Source: an optimization exercise on an open RTL-to-GDS flow (aim: small area, a short achievable clock period and few clock cycles per item). Production flows keep margins and buffers that such runs may drop.
Function was checked by simulation only, so behaviour that the tests miss may differ from the original.

// ashlar_ctl
module ashlar_ctl (
    input  wire         clk,
    input  wire         rst,
    input  wire         in_valid,
    output wire         in_ready,
    input  wire [1:0]   in_op,         
    input  wire [159:0] in_word,
    input  wire [127:0] in_wdata,
    input  wire [15:0]  in_wmask,
    output wire         out_valid,
    output wire [1:0]   out_outcome,   
    output wire [3:0]   out_column,
    output wire [31:0]  out_synd,
    output wire [127:0] out_data,
    output wire [31:0]  out_check,
    input  wire         erase_en,
    input  wire         clr_counts,
    input  wire         clr_erase,
    output wire         erased,
    output wire [3:0]   erased_col,
    input  wire [3:0]   csr_sel,
    output reg  [31:0]  csr_rdata
);
    localparam [1:0] OP_ENCODE = 2'd1, OP_MERGE = 2'd2;
    localparam [1:0] OC_CLEAN = 2'd0, OC_CORRECTED = 2'd1, OC_UNCORR = 2'd2, OC_POISON = 2'd3;
    localparam [31:0] POISON_XOR = 32'h0303_0101;
    integer i;
    wire is_enc   = (in_op == OP_ENCODE);
    wire is_merge = (in_op == OP_MERGE);
    wire [31:0] synd_in;
    ashlar_syndrome u_synd (.word(in_word), .synd(synd_in));
    reg [15:0]  sel_in;    
    reg [127:0] merged;
    always @(*) begin
        for (i = 0; i < 16; i = i + 1) begin
            sel_in[i] = is_enc || (is_merge && in_wmask[i]);
            merged[8*i +: 8] = sel_in[i] ? in_wdata[8*i +: 8] : in_word[8*i +: 8];
        end
    end
    reg         v2;
    reg [31:0]  synd;
    reg [127:0] mdata;
    reg [15:0]  keep;      
    always @(posedge clk) begin
        if (rst)
            v2 <= 1'b0;
        else
            v2 <= in_valid && in_ready;
        synd  <= is_enc ? 32'd0 : synd_in;
        mdata <= merged;
        keep  <= ~sel_in;
    end
    wire [31:0] menc;
    ashlar_encode u_enc (.data(mdata), .check(menc));
    wire [7:0] s00 = synd[7:0],   s10 = synd[15:8];
    wire [7:0] s01 = synd[23:16], s11 = synd[31:24];
    wire [9:0] hit0, hit1;
    ashlar_locate u_loc0 (.s0(s00), .s1(s10), .hit(hit0));
    ashlar_locate u_loc1 (.s0(s01), .s1(s11), .hit(hit1));
  ...
Size in the first run: roughly 4300 cells after synthesis, ~630 flip-flops, ~550 I/O pins.
clock: 14.0 ns
lec_check: 0
cap_margin: 20
core_margin: 2
core_utilization: 40
setup_slack_margin: 5
slew_margin: 20
run.sh (not shown) runs the stock make flow with config.mk's settings and CLKGATE_MAP_FILE= SYNTH_SCRIPT=/design/flow/synth_recipe.tcl, a recipe that flattens the netlist after the stock synthesis.
Testbench counts at the start, summed over its fixed seeds: cycles 24,008, items 24,000.
Next try:
==> flow/flow/run.sh (new file) <==
#!/bin/bash
set -e
export SETUP_SLACK_MARGIN=6
bash standard.sh > standard.log 2>&1
==> flow/standard.sh (new file) <==
#!/bin/bash
# synth_recipe.tcl (not shown) runs the flow's synth.tcl, then flattens the netlist and writes it again
# the make line also repeats each setting of config.mk as NAME=value (left out here)
make -C /OpenROAD-flow-scripts/flow DESIGN_CONFIG=/design/flow/config.mk WORK_HOME=/design/flow/orfs CLKGATE_MAP_FILE= SYNTH_SCRIPT=/design/flow/synth_recipe.tcl "${@:-finish}"
SETUP_SLACK_MARGIN = default   (was 5)
removed: flow/run.sh
What happened: The new run passed the timing, DRC and antenna checks. Clock skew stays flat. Fmax is higher by 14%. Wire length is higher by 0.83%. Synthesized cell count stays the same. Clock-buffer cell count is unchanged. Cell count is higher by 0.45%. Design area is higher by 2.2%. Setup slack is better by 1.1 ns. Sequential cell count is unchanged.
Next try:
==> flow/flow/run.sh (replaced) <==
#!/bin/bash
set -e
export SETUP_SLACK_MARGIN=7.5
bash standard.sh > standard.log 2>&1
Via count is higher by roughly a tenth.
Cell count is higher by a little under a tenth.
Die area does not change.
Register-to-register slack gains 1.1 ns.
Next try:
==> flow/flow/run.sh (replaced) <==
#!/bin/bash
set -e
export SETUP_SLACK_MARGIN=7
bash standard.sh > standard.log 2>&1
Outcome: First-iteration DRC count decreases by 3.1%. Design area goes down by 5.3%. Die area is unchanged.


Another version of the RTL of ashlar_ctl (not shown whole).
For scale: about 4000 cells after synthesis, ~550 I/O pins, ~40000 um2 of cells after synthesis.
// ashlar_ctl
module ashlar_ctl (
    input  wire         clk,
    input  wire         rst,
    input  wire         in_valid,
    output wire         in_ready,
    input  wire [1:0]   in_op,         
    input  wire [159:0] in_word,
    input  wire [127:0] in_wdata,
    input  wire [15:0]  in_wmask,
    output wire         out_valid,
    output wire [1:0]   out_outcome,   
    output wire [3:0]   out_column,
    output wire [31:0]  out_synd,
    output wire [127:0] out_data,
    output wire [31:0]  out_check,
    input  wire         erase_en,
    input  wire         clr_counts,
    input  wire         clr_erase,
    output wire         erased,
    output wire [3:0]   erased_col,
    input  wire [3:0]   csr_sel,
    output reg  [31:0]  csr_rdata
);
    localparam [1:0] OP_ENCODE = 2'd1, OP_MERGE = 2'd2;
    localparam [1:0] OC_CLEAN = 2'd0, OC_CORRECTED = 2'd1, OC_UNCORR = 2'd2, OC_POISON = 2'd3;
    localparam [31:0] POISON_XOR = 32'h0303_0101;
    integer i;
    wire is_enc   = (in_op == OP_ENCODE);
    wire is_merge = (in_op == OP_MERGE);
    wire [31:0] synd_in;
    ashlar_syndrome u_synd (.word(in_word), .synd(synd_in));
    reg [15:0]  sel_in;    
    reg [127:0] merged;
    always @(*) begin
        for (i = 0; i < 16; i = i + 1) begin
            sel_in[i] = is_enc || (is_merge && in_wmask[i]);
            merged[8*i +: 8] = sel_in[i] ? in_wdata[8*i +: 8] : in_word[8*i +: 8];
        end
    end
    wire [9:0] hit0_in, hit1_in;
    ashlar_locate u_loc0 (.s0(synd_in[7:0]),   .s1(synd_in[15:8]),  .hit(hit0_in));
    ashlar_locate u_loc1 (.s0(synd_in[23:16]), .s1(synd_in[31:24]), .hit(hit1_in));
    reg         v2;
    reg [31:0]  synd;
    reg [127:0] mdata;
    reg [15:0]  keep;      
    reg [9:0]   pz0, pz1;
    reg         cz0, cz1, poison;
    always @(posedge clk) begin
        if (rst)
            v2 <= 1'b0;
        else
  ...
==> flow/config.mk <==
export PLATFORM = sky130hd
export DESIGN_NAME = ashlar_ctl
export DESIGN_NICKNAME = ashlar_ctl
export VERILOG_FILES = /design/flow/design.v
export SDC_FILE = /design/flow/constraint.sdc
export NUM_CORES = 4
export LEC_CHECK = 0
export CAP_MARGIN = 20
export CORE_MARGIN = 2
export CORE_UTILIZATION = 55
export CTS_BUF_LIST = sky130_fd_sc_hd__clkbuf_8
export SLEW_MARGIN = 20
==> flow/constraint.sdc <==
create_clock -name core_clock -period 14.0 [get_ports {clk}]
set_input_delay 2.8000 -clock core_clock [delete_from_list [all_inputs] [get_ports {clk}]]
set_output_delay 2.8000 -clock core_clock [all_outputs]
set_load 0.01 [all_outputs]
standard.sh (not shown) runs the stock make flow with config.mk's settings and CLKGATE_MAP_FILE= SYNTH_SCRIPT=/design/flow/synth_recipe.tcl, a recipe that flattens the netlist after the stock synthesis.
==> flow/flow/run.sh <==
#!/bin/bash
set -e
export SETUP_SLACK_MARGIN=6.5
export BUFFER_PORTS_ARGS="-buffer_cell sky130_fd_sc_hd__buf_1"
bash standard.sh > standard.log 2>&1
The first run produced a clean layout.
Testbench counts at the start, summed over its fixed seeds: cycles 24,008, items 24,000.
Change:
CAP_MARGIN = 5   (was 20)
SLEW_MARGIN = 5   (was 20)
After rerunning: Core utilization went down by 0.39 points; fmax falls by about 3%; final area shrinks by about 0.6%; synthesized cell count is unchanged.
Change:
CAP_MARGIN = 20   (was 5)
CTS_BUF_LIST = sky130_fd_sc_hd__clkbuf_16   (was sky130_fd_sc_hd__clkbuf_8)
CTS_CLUSTER_DIAMETER = 80   (was not set)
CTS_CLUSTER_SIZE = 20   (was not set)
SLEW_MARGIN = 20   (was 5)
Outcome: The changed run completed without violations. Design area drops by 2.4%. Clock skew decreases by 36 ps. Non-clock buffer count decreases by 9.
Change:
CORE_UTILIZATION = 40   (was 55)
CTS_BUF_LIST = not set   (was sky130_fd_sc_hd__clkbuf_16)
CTS_CLUSTER_DIAMETER = not set   (was 80)
CTS_CLUSTER_SIZE = not set   (was 20)
The new run completed without violations.
Routed wire length rises by 2.5%.
Design area rises by 3.8%.
Count of clock-buffer cells in the layout rises by 50.
Critical path depth is unchanged.
Die area rises by 37%.
Global-route usage falls by 11 points.
Cell count rises by 7.5%.
Synthesized cell count stays the same.
Hold slack is worse by 19 ps.
Change:
==> flow/flow/run.sh (replaced) <==
#!/bin/bash
set -e
export SETUP_SLACK_MARGIN=7
bash standard.sh > standard.log 2>&1
Outcome: The new run produced a clean layout; design area rises by 15%; non-clock buffer count rises by 151; final cell count rises by 2.5%; sequential share of layout area falls by 4.5 points; via count rises by 2.9%; hold slack gains 20 ps; setup slack gains 250 ps.


run A:
ashlar_ctl again, from the RTL that the note above started with.
Settings: LEC_CHECK=0, CAP_MARGIN=20, CORE_MARGIN=2, CORE_UTILIZATION=40, SLEW_MARGIN=20; clock period 14.0 ns.
==> flow/flow/run.sh <==
#!/bin/bash
set -e
export SETUP_SLACK_MARGIN=6
bash standard.sh > standard.log 2>&1
Testbench counts of run A, summed over its fixed seeds: cycles 24,008, items 24,000.
> inputs changed (run A -> run B)
Settings: putting CTS_CLUSTER_SIZE at 20 where nothing was set; putting CTS_BUF_LIST at sky130_fd_sc_hd__clkbuf_16 where nothing was set; putting CTS_CLUSTER_DIAMETER at 80 where nothing was set; swapping 40 for 60 in CORE_UTILIZATION.
==> flow/flow/run.sh <==
#!/bin/bash
set -e
export SETUP_SLACK_MARGIN=6.75
export BUFFER_PORTS_ARGS="-buffer_cell sky130_fd_sc_hd__buf_1"
bash standard.sh > standard.log 2>&1
[summary]
Compared to run A, run B has post-layout instance count excluding filler cells 479 lower.
Run B vs run A on first-pass GRT wire length: run B is the lower one.
Higher met1 track demand over resource goes to run B over run A.
| arrival time of the worst setup path | run B vs run A | 0.65 ns lower |
For sequential cell area in the final layout, run B and run A come out practically identical.
Starting utilization of the core area: run B vs run A up 20 points
In the final reports, the cell area of run B is smaller than that of run A.
### run B -> run C
Settings: CORE_UTILIZATION changed from 60 to 55.
Results
For post-route cell area, run C and run B come out practically identical.
Run C — slack of the worst reg-to-reg path 0.04 ns higher, run B as reference

==> separate check: timing with driven ports <==
In the flow no input, the clock included, has a driving cell. The finished layouts below were timed again as built, in two steps. Step 1 sets driving cells, clkbuf_16 on the clock port and buf_2 on the other inputs (assumed; they add their load-dependent delay and slew). Step 2, shift: input delay + t, output delay - t, t = (earliest + latest rising clock arrival at the registers) / 2. This alone moves slack from input paths to output paths. Slacks: ideal / step 1 / step 2; pairs: ideal / step 1.
run | t (ns) | setup slack, ns | worst setup path after step 2 | worst slew at a driven data input, ns
the first run of note 1 | 0.711 | 4.953 / 4.883 / 4.996 | input to output | 0.09
the second run of note 1 | 0.712 | 6.071 / 6.004 / 6.050 | input to output | 0.09
the third run of note 1 | 0.738 | 6.803 / 6.721 / 6.721 | input to output | 0.13
the fourth run of note 1 | 0.721 | 6.728 / 6.664 / 6.664 | input to output | 0.10
the first run of note 2 | 0.803 | 6.542 / 6.493 / 6.512 | input to output | 0.07
the second run of note 2 | 0.790 | 6.316 / 6.253 / 6.552 | input to output | 0.08
the third run of note 2 | 0.673 | 6.488 / 6.454 / 6.454 | input to output | 0.07
the fourth run of note 2 | 0.697 | 6.489 / 6.355 / 6.355 | input to output | 0.14
the fifth run of note 2 | 0.709 | 6.743 / 6.561 / 6.561 | input to output | 0.19
run A | 0.690 | 6.078 / 5.950 / 5.950 | input to output | 0.18
run B | 0.679 | 6.732 / 6.701 / 6.701 | input to output | 0.09
run C | 0.674 | 6.741 / 6.694 / 6.700 | input to output | 0.07
After both steps setup and hold are still met in every run listed. The setup slack of the fifth run of note 2, which loses most, moves by -0.182 ns with the drivers and by -0.182 ns with both steps.
